From an optimization exercise on the open Yosys and OpenROAD flow, aimed at small area and a short achievable clock period; shortcuts taken in it are not production practice. Where RTL was checked, it was by simulation tests only, not by an equivalence proof against the original.

try-fjord:
## ck_crc_bank
module ck_crc_bank (
    input  wire        clk,
    input  wire        rst_n,      
    input  wire        req,        
    input  wire        we,         
    input  wire [7:0]  addr,       
    input  wire [31:0] wdata,
    input  wire [3:0]  wstrb,      
    output wire        rvalid,     
    output wire [31:0] rdata
);
For scale: about 2500 cells after synthesis, ~0.027 mm² of cells after synthesis.
Settings: LEC_CHECK=0, CAP_MARGIN=20, CORE_MARGIN=2, CORE_UTILIZATION=40, SLEW_MARGIN=20; clock period 30.0 ns.
standard.sh (not shown) runs the stock make flow with config.mk's settings and CLKGATE_MAP_FILE= SYNTH_SCRIPT=/design/flow/synth_recipe.tcl, a recipe that flattens the netlist after the stock synthesis.
==> flow/flow/run.sh <==
#!/bin/bash
# Layout: the standard flow (standard synthesis included), run with the
# extra ORFS make variables listed in flow/make_args.txt: a setup margin for
# the resizer so that it sizes the netlist for a shorter achieved period, and
# the port buffer cell. Clock, constraints and scripts are unchanged.
set -euo pipefail
mapfile -t ARGS < <(grep -v '^#' flow/make_args.txt | grep -v '^$')
bash standard.sh "${ARGS[@]}" finish > flow_make.log 2>&1
==> flow/flow/make_args.txt <==
SETUP_SLACK_MARGIN=22
MATCH_CELL_FOOTPRINT=0
BUFFER_PORTS_ARGS=-buffer_cell sky130_fd_sc_hd__buf_2
The following lists how try-umber was set up differently from try-fjord:
==> flow/flow/make_args.txt <==
SETUP_SLACK_MARGIN=22.4
MATCH_CELL_FOOTPRINT=0
BUFFER_PORTS_ARGS=-buffer_cell sky130_fd_sc_hd__buf_2
### Flow results
- On sequential share of layout area, try-umber and try-fjord are neck and neck.
- Compared with try-fjord, in try-umber worst slack at placement rose by 0.32 ns.
- When try-umber is set beside try-fjord, its biggest cell delay along the critical path turns out to be 0.18 ns larger.
- In try-umber, length of routed wiring on met1 is higher than in try-fjord.
- Utilization in try-umber is 0.19 points above try-fjord.
- Lower worst hold-check slack was reported by try-umber, not try-fjord.
#### Input delta (try-sierra over try-umber)
==> flow/flow/make_args.txt <==
SETUP_SLACK_MARGIN=22
MATCH_CELL_FOOTPRINT=0
BUFFER_PORTS_ARGS=-buffer_cell sky130_fd_sc_hd__buf_2
--- a/flow/config.mk
+++ b/flow/config.mk
@@ -8,4 +8,7 @@
 export CAP_MARGIN = 20
 export CORE_MARGIN = 2
-export CORE_UTILIZATION = 40
+export CORE_UTILIZATION = 55
+export CTS_BUF_LIST = sky130_fd_sc_hd__clkbuf_8
+export CTS_CLUSTER_SIZE = 25
+export PLACE_DENSITY = 0.75
 export SLEW_MARGIN = 20
==> comparison <==
Worst-margin pin slew was higher in try-sierra than in try-umber. try-sierra against try-umber: cell count decreased by 5.0% relative to the old numbers, total wire length down 2.8%, via count increased by about 2% relative to the old numbers, multi-input logic area lost about 0.9%, number of clock buffers in the layout higher. The type of the worst setup path comes out input pin to flop in one run and flop to output pin in the other, namely in try-umber and try-sierra respectively. When try-sierra is measured against try-umber, its register-to-register slack turns out 0.17 ns higher.
#### Input delta (try-ember over try-sierra)
--- a/flow/config.mk
+++ b/flow/config.mk
@@ -8,7 +8,6 @@
 export CAP_MARGIN = 20
 export CORE_MARGIN = 2
-export CORE_UTILIZATION = 55
+export CORE_UTILIZATION = 40
 export CTS_BUF_LIST = sky130_fd_sc_hd__clkbuf_8
 export CTS_CLUSTER_SIZE = 25
-export PLACE_DENSITY = 0.75
 export SLEW_MARGIN = 20
## What came out
Lower layout overhead on the synthesized area was reported by try-sierra, not try-ember. First-pass iteration count of the detailed router | try-ember below try-sierra. Lower estimated wirelength of the detail-placed design goes to try-ember over try-sierra. More vias were needed by try-sierra than by try-ember. Register fraction of the total cell area in try-ember vs try-sierra: down 0.34 points. NOTE: core utilization in try-ember falls short of that of try-sierra. Routed wire length deteriorates in try-ember relative to try-sierra. Initial detailed-routing violation count (higher): try-sierra. Clock input transition at the sequential cells of the worst setup and hold paths: try-ember vs try-sierra, no meaningful difference.


== v2 ==
Another version of the RTL of ck_crc_bank (not shown whole).
Size in the first run: ~2800 cells after synthesis, about 81 I/O pins, ~0.027 mm^2 of cells after synthesis.
make LEC_CHECK=0 CAP_MARGIN=20 CORE_MARGIN=2 CORE_UTILIZATION=25 SETUP_SLACK_MARGIN=3 SLEW_MARGIN=20 finish   # period 30.0 ns
run.sh (not shown) runs the stock make flow with config.mk's settings and CLKGATE_MAP_FILE= SYNTH_SCRIPT=/design/flow/synth_recipe.tcl, a recipe that flattens the netlist after the stock synthesis.
Stock flow here: none of the scripts above is used.
v2 ended with every stage complete and zero timing, DRC or antenna violations.
The inputs of v33 differ from those of v2 as listed below.
# v2
export LEC_CHECK = 0
export CAP_MARGIN = 20
export CORE_MARGIN = 2
export CORE_UTILIZATION = 25
export SETUP_SLACK_MARGIN = 3
export SLEW_MARGIN = 20
create_clock -name core_clock -period 30.0 [get_ports {clk}]
# v33
export LEC_CHECK = 0
export CAP_MARGIN = 20
export CORE_MARGIN = 2
export CORE_UTILIZATION = 40
export SLEW_MARGIN = 20
create_clock -name core_clock -period 30.0 [get_ports {clk}]
==> flow/flow/run.sh (new file) <==
#!/bin/bash
# Layout: the standard flow (standard synthesis included), with the
# resizer asked for extra setup margin so that it sizes the netlist for a
# shorter achieved period. Clock, constraints and scripts are unchanged.
set -euo pipefail
MARGIN=$(cat flow/margin.txt)
bash standard.sh SETUP_SLACK_MARGIN=$MARGIN finish > flow_make.log 2>&1
==> flow/flow/margin.txt (new file) <==
22
==> flow/standard.sh (new file) <==
#!/bin/bash
# synth_recipe.tcl (not shown) runs the flow's synth.tcl, then flattens the netlist and writes it again
# the make line also repeats each setting of config.mk as NAME=value (left out here)
make -C /OpenROAD-flow-scripts/flow DESIGN_CONFIG=/design/flow/config.mk WORK_HOME=/design/flow/orfs CLKGATE_MAP_FILE= SYNTH_SCRIPT=/design/flow/synth_recipe.tcl "${@:-finish}"
removed: flow/run.sh
Notes after the runs:
v33 against v2: sequential share of layout area went up 0.89 points; ratio of final minimum period to clock period shrank by 2.4 points. v2 → v33: number of cells produced by synthesis did not really move, buffering overhead went up. Measured against v33, the standard-cell row count of v2 comes out at 1.3 times the reference value. Between v2 and v33, clock-buffer cell count decreased. Delta (v33 minus v2): setup slack +730 ps.
No run of this note included a check of the RTL's function; only the layout flow was run.

## afterwards: timing with drivers on the ports
In the flow no input, the clock included, has a driving cell. The finished layouts below were timed again as built, in two steps. Step 1 sets driving cells, clkbuf_16 on the clock port and buf_2 on the other inputs (assumed; they add their load-dependent delay and slew). Step 2 adds t to the input delays and takes it off the output delays; t is the mean of the earliest and latest rising clock arrival at the registers after step 1. Input paths then give back, and output paths get back, about the clock's delay inside the block. Slacks: ideal ports / drivers / drivers and shift; pairs: ideal ports / drivers.
run | t (ns) | slack for setup (ns) | latest minus earliest clock arrival (ns) | worst register clock-pin slew, ns
try-fjord | 0.592 | 22.074 / 22.022 / 21.564 | 0.018 / 0.018 | 0.07 / 0.07
try-umber | 0.585 | 22.394 / 22.373 / 21.837 | 0.024 / 0.023 | 0.07 / 0.07
try-sierra | 0.714 | 22.061 / 22.008 / 21.392 | 0.065 / 0.065 | 0.08 / 0.08
try-ember | 0.687 | 22.117 / 22.068 / 21.459 | 0.032 / 0.032 | 0.07 / 0.07
v2 | 0.597 | 21.261 / 21.296 / 20.704 | 0.021 / 0.020 | 0.06 / 0.06
v33 | 0.573 | 21.992 / 21.941 / 21.592 | 0.019 / 0.019 | 0.07 / 0.07
After both steps setup and hold are still met in every run listed. For try-sierra, which loses most, drivers alone change the setup slack by -0.053 ns; drivers and shift together by -0.669 ns.
